This is an optimization exercise on Yosys and OpenROAD, whose aim is small area, not a production implementation. The RTL was checked by simulation tests, not by an equivalence proof against the original design.

==> run D: inputs <==
// lane_filter
module lane_filter (
    input  wire        clk,
    input  wire        rst,
    input  wire        start,
    input  wire        stop,
    input  wire [17:0] cfg_w0,
    input  wire [17:0] cfg_w1,
    input  wire [17:0] cfg_w2,
    input  wire [17:0] cfg_w3,
    input  wire [17:0] cfg_w4,
    input  wire        mod_en,
    input  wire        mod_bit,
    input  wire        coef_we,
    input  wire [5:0]  coef_addr,
    input  wire [17:0] coef_data,
    output reg         smp_valid,
    output reg  [17:0] smp_value,
    output reg         smp_clip
);
    reg        p_sym, p_mab, p_cic4;
    reg [9:0]  p_dcm1;           
    reg [1:0]  p_dfm1;           
    reg [5:0]  p_s1, p_s2, p_s3;
    reg [6:0]  p_taps;           
    reg [3:0]  p_lm1;            
    reg [17:0] p_scale;          
    wire [9:0] dcm1_in  = cfg_w0[13:4];
    wire [5:0] s1_in    = cfg_w1[17:12];
    wire [5:0] s2_in    = cfg_w1[11:6];
    wire [5:0] s3_in    = cfg_w1[5:0];
    wire [6:0] taps_in  = cfg_w2[17:11];
    reg conv;
    always @(posedge clk) begin
        if (rst) begin
            conv <= 1'b0;
        end else if (start) begin
            conv    <= 1'b1;
            p_sym   <= cfg_w0[16];
            p_mab   <= cfg_w0[15];
            p_cic4  <= cfg_w0[14];
            p_dcm1  <= (dcm1_in < 10'd7) ? 10'd7 : dcm1_in;
            p_dfm1  <= (taps_in == 7'd0) ? 2'd0 :
                       (cfg_w0[3] ? 2'd3 : (cfg_w0[2] ? 2'd1 : 2'd0));
            p_s1    <= (s1_in > 6'd47) ? 6'd47 : s1_in;
            p_s2    <= (s2_in > 6'd47) ? 6'd47 : s2_in;
            p_s3    <= (s3_in > 6'd47) ? 6'd47 : s3_in;
            p_taps  <= (taps_in > 7'd64) ? 7'd64 : taps_in;
            p_lm1   <= cfg_w3[3:0];
            p_scale <= (cfg_w4 == 18'd0) ? 18'd1 : cfg_w4;
  ...
clock: 15.0 ns
lec_check: 0
cap_margin: 20
core_margin: 2
core_utilization: 60
cts_cluster_diameter: 100
cts_cluster_size: 24
slew_margin: 20
run.sh (not shown) runs the stock make flow with config.mk's settings and CLKGATE_MAP_FILE= SYNTH_SCRIPT=/design/flow/synth_recipe.tcl, a recipe that flattens the netlist after the stock synthesis.
==> run M: changes against run D <==
--- a/flow/design.v
+++ b/flow/design.v
@@ -14,12 +14,27 @@
     input  wire [5:0]  coef_addr,
     input  wire [17:0] coef_data,
     output reg         smp_valid,
     output reg  [17:0] smp_value,
     output reg         smp_clip
 );
+    function [22:0] radd22;
+        input [21:0] a;
+        input [21:0] b;
+        input        ci;
+        integer k;
+        reg c;
+        begin
+            c = ci;
+            for (k = 0; k < 22; k = k + 1) begin
+                radd22[k] = a[k] ^ b[k] ^ c;
+                c = (a[k] & b[k]) | (c & (a[k] ^ b[k]));
+            end
+            radd22[22] = c;
+        end
+    endfunction
     reg        p_sym, p_mab, p_cic4;
     reg [9:0]  p_dcm1;           
     reg [1:0]  p_dfm1;           
     reg [5:0]  p_s1, p_s2, p_s3;
     reg [6:0]  p_taps;           
     reg [3:0]  p_lm1;            
@@ -68,53 +83,64 @@
         for (i = 0; i < 64; i = i + 1)
             cring[i] <= ~((coef_we && cwpos == i) ? ~(coef_data ^ {18{i[0]}})
                                                    : cring[(i + 63) % 64]);
         if (coef_we && coef_addr == 6'd0)
             c0r <= coef_data;
     end
-    wire [17:0] crd = ~cring[63];
-    reg [41:0] ir0, ir1, ir2, ir3;
+    wire [17:0] crd  = ~cring[63];      
+    wire [17:0] crd2 = ~cring[31];      
+    reg [20:0] il0, il1, il2, il3;
+    reg [20:0] iu0, iu1, iu2, iu3;
+    reg        icy, istart_d, iact_d, zero_d;
     reg [41:0] cr0, cr1, cr2, cr3;
     reg [41:0] v;                
     reg [2:0]  zc;               
     reg        spend, sbit, sdec;
     reg        iact, idec;
     reg [9:0]  dcnt;
-    reg        creq, cact;
+    reg        cpend, cl, cact;
     reg [1:0]  ncic;
     reg        cic_go;
     wire zeroing = (zc != 3'd0);
     wire istart  = spend & ~zeroing & (ph2 == 2'd0);
     wire [1:0] nm1 = p_cic4 ? 2'd3 : 2'd2;
-    wire [41:0] iadd = istart ? (sbit ? 42'd1 : {42{1'b1}}) : (iact ? ir0 : 42'd0);
-    wire [41:0] isum = ir3 + iadd;
-    wire cstep = (creq & (ph2 == 2'd0)) | cact;
+    wire [1:0] nm1p = p_cic4 ? 2'd0 : 2'd3;           
+    wire [20:0] iaddl = istart ? (sbit ? 21'd1 : {21{1'b1}}) : (iact ? il0 : 21'd0);
+    wire [22:0] isl   = radd22({1'b0, il3}, {1'b0, iaddl}, 1'b0);
+    wire [20:0] iaddu = istart_d ? (sbit ? 21'd0 : {21{1'b1}}) : (iact_d ? iu0 : 21'd0);
+    wire [22:0] isu   = radd22({1'b0, iu3}, {1'b0, iaddu}, icy);
+    wire cstep = (cl & (ph2 == 2'd0)) | cact;
     always @(posedge clk) begin
-        ir0 <= zeroing ? 42'd0 : isum;
-        ir1 <= ir0; ir2 <= ir1; ir3 <= ir2;
-        cr0 <= zeroing ? 42'd0 : (cstep ? v : cr3);
+        il0 <= zeroing ? 21'd0 : isl[20:0];
+        icy <= zeroing ? 1'b0 : isl[21];
+        il1 <= il0; il2 <= il1; il3 <= il2;
+        iu0 <= zero_d ? 21'd0 : isu[20:0];
+        iu1 <= iu0; iu2 <= iu1; iu3 <= iu2;
+        zero_d   <= zeroing;
+        istart_d <= istart;
+        iact_d   <= iact;
+        cr0 <= zeroing ? 42'd0 : (cstep ? acc : cr3);
         cr1 <= cr0; cr2 <= cr1; cr3 <= cr2;
     end
     reg  [41:0] acc;
     reg  [17:0] u;               
     reg         uclip;
     reg  [17:0] f;               
     reg         fclip;
     reg  signed [21:0] q;        
-    localparam S_IDLE = 4'd0, S_SWAP = 4'd1, S_U = 4'd2, S_FM = 4'd3,
+    localparam S_IDLE = 4'd0, S_U = 4'd2, S_FM = 4'd3,
                S_FADD = 4'd4, S_F = 4'd5, S_MA = 4'd6, S_MM = 4'd7,
                S_MO = 4'd8, S_PRE = 4'd9, S_PW = 4'd10, S_SH = 4'd11,
                S_RS1 = 4'd12;
     reg [3:0] st;
     reg [2:0] pl;                
     reg [5:0] pc;                
     reg [5:0] rem;               
     reg [1:0] sg;                
     reg [17:0] fr [0:32];
     reg [17:0] br [0:32];
-    reg [17:0] xfer;             
     wire       p5n  = (st == S_PW) ? (ph == 6'd32) : ((st == S_PRE) && (pl == 3'd5) && (pc != 6'd63));
     wire [5:0] pcn  = (st == S_PW) ? 6'd0 : pc + 6'd1;
     wire [1:0] fseln = !p5n ? 2'd0 : ((pcn == 6'd0) ? 2'd1 : ((pcn <= 6'd31) ? 2'd2 : 2'd0));
     wire [6:0] tmh1 = p_taps - half - 7'd1;           
     wire [2:0] bseln = !p5n ? 3'd0 :
                       !p_sym ? {1'b0, fseln} :
@@ -125,12 +151,13 @@
     reg  [2:0] bsel;
     always @(posedge clk) begin
         fsel <= clr ? 2'd0 : fseln;
         bsel <= clr ? 3'd0 : bseln;
     end
     wire [17:0] fd0 = (fsel == 2'd1) ? u : ((fsel == 2'd2) ? fr[32] : fr[31]);
+    wire [17:0] xfer = p_sym ? u : fr[0];
     wire [17:0] bd0 = (bsel == 3'd1) ? xfer : ((bsel == 3'd2) ? br[32] :
                       ((bsel == 3'd3) ? br[30] : br[31]));
     reg [17:0] mar [0:15];
     reg  [3:0] mnew;
     reg        mins, msub;
     wire [17:0] md0 = (mins && ph[3:0] == mnew) ? f : mar[15];
@@ -146,56 +173,69 @@
             mar[i] <= mar[i-1];
     end
     wire [6:0]  jj    = {1'b0, ph + 6'd1};
     wire [6:0]  tmh   = p_taps - half;                  
     reg         mF, mB;
     always @(posedge clk) begin
-        mF <= p_sym ? (jj != 7'd0 && jj < half) : (jj != 7'd0 && jj < p_taps && jj <= 7'd32);
+        mF <= p_sym ? (jj > 7'd32 && jj < half + 7'd32) : (jj != 7'd0 && jj < p_taps && jj <= 7'd32);
         mB <= p_sym ? (jj < tmh) : (jj > 7'd32 && jj < p_taps);
     end
     wire        pval  = mF | mB;
-    wire [18:0] hsum  = (mF ? {fd0[17], fd0} : 19'd0) + (mB ? {bd0[17], bd0} : 19'd0);
-    wire [17:0] cq    = (st == S_PRE) ? (pval ? crd : 18'd0) : c0r;
-    wire signed [21:0] mcand = (st == S_MM) ? q : {{4{cq[17]}}, cq};
-    wire [18:0] wsrc  = (st == S_PRE) ? hsum : ((st == S_MM) ? {1'b0, p_scale} : {u[17], u});
+    wire [17:0] hw    = mF ? fd0 : (mB ? bd0 : 18'd0);
+    wire [17:0] cq    = (st == S_PRE) ? (pval ? ((p_sym & mF) ? crd2 : crd) : 18'd0) : c0r;
+    wire signed [18:0] mcand = (st == S_MM) ? {1'b0, p_scale} : {cq[17], cq};
+    wire [23:0] wsrc  = (st == S_PRE) ? {{6{hw[17]}}, hw} :
+                        ((st == S_MM) ? {{2{q[21]}}, q} : {{6{u[17]}}, u});
+    wire [2:0]  toppl = (st == S_MM) ? 3'd7 : 3'd5;
     wire [2:0]  dig   = wsrc[pl*3 +: 3];
-    wire        dtop  = (pl == 3'd5) && (st != S_MM);
-    wire signed [3:0]  dval = dtop ? wsrc[18:15] : {1'b0, dig};
-    wire signed [25:0] pp   = mcand * dval;
-    wire first = (pl == 3'd5) && ((st != S_PRE) || (pc == 6'd0));
+    wire        dtop  = (pl == toppl);
+    wire signed [3:0]  dval = {dtop & dig[2], dig};
+    wire signed [22:0] pp   = mcand * dval;
+    wire first = (pl == toppl) && ((st != S_PRE) || (pc == 6'd0));
     wire horner = (st == S_FM) || (st == S_MM) || (st == S_PRE);
     wire [41:0] acc_l3 = {acc[38:0], 3'd0};
     wire [41:0] acc_r1 = {acc[41], acc[41:1]};
     wire [41:0] acc_r8 = {{8{acc[41]}}, acc[41:8]};
+    wire cload = (st == S_IDLE) && (ph2 == nm1p) && cpend;
     reg  [41:0] base, addend;
+    reg         cin;
     always @* begin
         base   = acc;
         addend = 42'd0;
+        cin    = 1'b0;
         case (st)
-        S_SWAP: begin base = 42'd0; addend = v; end
+        S_IDLE: begin
+            if (cload) begin
+                base   = 42'd0;
+                addend = {isu[20:0], il0};
+            end else if (cstep) begin
+                addend = ~cr3;
+                cin    = 1'b1;
+            end
+        end
         S_FADD: addend = v;
         S_FM, S_MM, S_PRE: begin
             if (first)
                 base = 42'd0;
             else if (st != S_PRE || pc == 6'd0)
                 base = acc_l3;
-            addend = {{16{pp[25]}}, pp};
+            addend = {{19{pp[22]}}, pp};
         end
         S_SH: begin
             if (rem >= 6'd8)
                 base = acc_r8;
             else if (rem != 6'd0)
                 base = acc_r1;
             else
-                addend = 42'd1;
+                cin = 1'b1;
         end
         S_RS1: base = acc_r1;
         default: ;
         endcase
     end
-    wire [41:0] accn = base + addend;
+    wire [41:0] accn = base + addend + {41'd0, cin};
     wire        fits = (acc[41:17] == 25'd0) || (acc[41:17] == {25{1'b1}});
     wire [18:0] rsv  = fits ? {1'b0, acc[17:0]} : {1'b1, acc[41] ? 18'h20000 : 18'h1FFFF};
     reg [6:0] nset;
     reg [1:0] dfph;
     reg [3:0] mcnt;
     reg [6:0] hc_age;            
@@ -206,34 +246,36 @@
     wire [6:0] hc_n    = rsv[18] ? 7'd0 : ((hc_age == 7'd127) ? hc_age : hc_age + 7'd1);
     wire [4:0] mc_n    = fclip ? 5'd0 : ((mc_age == 5'd31) ? mc_age : mc_age + 5'd1);
     always @* begin
         smp_value = rsv[17:0];
         smp_clip  = rsv[18] | (mc_age <= {1'b0, p_lm1});
     end
-    wire signed [21:0] qadd = msub ? -{{4{md0[17]}}, md0} : {{4{f[17]}}, f};
+    wire [21:0] qadd = msub ? ~{{4{md0[17]}}, md0} : {{4{f[17]}}, f};
+    wire [22:0] qsum = radd22(q, qadd, msub);
     wire        msub_now = msub && (ph[3:0] == mnew - p_lm1);
     always @(posedge clk) begin
         if (clr) begin
             zc     <= start ? 3'd4 : 3'd0;
             spend  <= 1'b0;
             iact   <= 1'b0;
             dcnt   <= 10'd0;
-            creq   <= 1'b0;
+            cpend  <= 1'b0;
+            cl     <= 1'b0;
             cact   <= 1'b0;
             ncic   <= 2'd0;
             cic_go <= 1'b0;
             st     <= S_IDLE;
             mins   <= 1'b0;
             msub   <= 1'b0;
             nset   <= 7'd0;
             dfph   <= 2'd0;
             mcnt   <= 4'd0;
             hc_age <= 7'd127;
             mc_age <= 5'd31;
             q      <= 22'sd0;
-            acc    <= 42'd0;             
+            v      <= 42'd0;             
             smp_valid <= 1'b0;
         end else begin
             if (zeroing)
                 zc <= zc - 3'd1;
             if (run && mod_en) begin
                 spend <= 1'b1;
@@ -250,41 +292,39 @@
                 spend <= 1'b0;
                 iact  <= 1'b1;
                 idec  <= sdec;
             end else if (iact && ph2 == 2'd3) begin
                 iact <= 1'b0;
             end
-            if (creq && ph2 == 2'd0)
-                creq <= 1'b0;
-            if (cstep) begin
-                v    <= v - cr3;
+            if (cl && ph2 == 2'd0)
+                cl <= 1'b0;
+            if (cstep)
                 cact <= (ph2 != nm1);
-            end
             cic_go <= 1'b0;
             if (cstep && ph2 == nm1) begin
                 if (ncic == nm1)
                     cic_go <= 1'b1;
                 else
                     ncic <= ncic + 2'd1;
             end
-            if (iact && idec && ph2 == nm1) begin
-                v    <= isum;
-                creq <= 1'b1;
+            if (iact && idec && ph2 == nm1)
+                cpend <= 1'b1;
+            if (cload) begin
+                cpend <= 1'b0;
+                cl    <= 1'b1;
             end
             if (mins && ph[3:0] == mnew)
                 mins <= 1'b0;
             if (msub_now) begin
-                q    <= q + qadd;
+                q    <= qsum[21:0];
                 msub <= 1'b0;
             end
             smp_valid <= 1'b0;
             acc <= accn;
             case (st)
-            S_IDLE: if (cic_go) st <= S_SWAP;
-            S_SWAP: begin
-                v   <= acc;              
+            S_IDLE: if (cic_go) begin
                 sg  <= 2'd0;
                 rem <= p_s1 - 6'd1;
                 st  <= (p_s1 == 6'd0) ? S_U : S_SH;
             end
             S_SH: begin
                 if (rem >= 6'd8)
@@ -322,17 +362,17 @@
             S_F: begin
                 f     <= tz ? u : rsv[17:0];
                 fclip <= (~tz & rsv[18]) | (hc_age < taps1);
                 st    <= S_MA;
             end
             S_MA: begin
-                q      <= q + qadd;
+                q      <= qsum[21:0];
                 mc_age <= mc_n;
                 mnew   <= mnew + 4'd1;
                 mins   <= 1'b1;
-                pl     <= 3'd5;
+                pl     <= 3'd7;
                 if (ma_go) begin
                     if (p_mab)
                         mcnt <= 4'd0;
                     st <= S_MM;
                 end else begin
                     mcnt <= mcnt + 4'd1;
@@ -356,26 +396,25 @@
                 pc <= 6'd0;
                 st <= tz ? S_IDLE : S_PW;
             end
             S_PW: begin
                 pl <= 3'd5;
                 pc <= 6'd0;
-                if (ph == 6'd32) begin
-                    if (!p_sym)
-                        xfer <= fd0;     
+                if (ph == 6'd32)
                     st <= S_PRE;
-                end
             end
             S_PRE: begin
                 if (p_sym && pl == 3'd5 && pc == half[5:0] - 6'd1)
-                    xfer <= fd0;         
+                    u <= fd0;            
                 pc  <= pc + 6'd1;
                 if (pc == 6'd63) begin
                     pl <= pl - 3'd1;
-                    if (pl == 3'd0)
+                    if (pl == 3'd0) begin
+                        v  <= accn;      
                         st <= S_IDLE;
+                    end
                 end
             end
             default: st <= S_IDLE;
             endcase
         end
     end
- CTS_CLUSTER_DIAMETER: 100 -> 90
- CTS_CLUSTER_SIZE: 24 -> 22
==> impl_metrics.toml <==
[worst_setup_path]
worst-path-max-fanout = 38
critPathBufInv = 3

[floorplanning]
die_h_um = 408.6
start_util_pct = 60.36

[grt]
grt_pass1_vias = 54490
use_met1_pct = 36.52

[power_and_ir_drop]
switching_power_uw = 3770
max-vdd-ir-drop_uv = 142.4

[synthesis]
synth_area_um2 = 98240

[outcome]
outcome = "timing/DRC/antenna clean"

[detailed_routing]
vias = 55880
That was run M.
==> impl_metrics.toml <==
[worst_setup_path]
critPathBufInv = 1
worst-path-max-fanout = 23

[synthesis]
synth_area_um2 = 103600
synthCells = 8971

[detailed_routing]
vias = 60730

[floorplanning]
start_util_pct = 60.37
die_h_um = 419.5

[power_and_ir_drop]
switching_power_uw = 3718

[finish]
seq_cell_count = 3294

[min_path]
holdCritStartpoint = "cr2[9]"

[grt]
grt_pass1_vias = 59340

[timing]
fin_setup_tns_ps = 0

[outcome]
outcome = "timing/DRC/antenna clean"
That was run D.

port drivers added, routing unchanged:
In the flow no input, the clock included, has a driving cell. The finished layouts below were timed again as built, in two steps.
Step 1 (the two cells are an assumption about what drives the block):
set clk [get_ports {clk}]
set_driving_cell -lib_cell sky130_fd_sc_hd__clkbuf_16 $clk
set_driving_cell -lib_cell sky130_fd_sc_hd__buf_2 [delete_from_list [all_inputs] $clk]
Step 2 adds t to the input delays and takes it off the output delays; t is the mean of the earliest and latest rising clock arrival at the registers after step 1. Input paths then give back, and output paths get back, about the clock's delay inside the block.
Slacks: ideal / step 1 / step 2; pairs: ideal / step 1.
run	t (ns)	slack for setup (ns)	hold slack, ns
run D	0.925	2.625 / 2.625 / 2.625	0.318 / 0.318 / 0.318
run M	0.924	2.884 / 2.884 / 2.884	0.312 / 0.312 / 0.312
After both steps setup and hold are still met in every run listed.
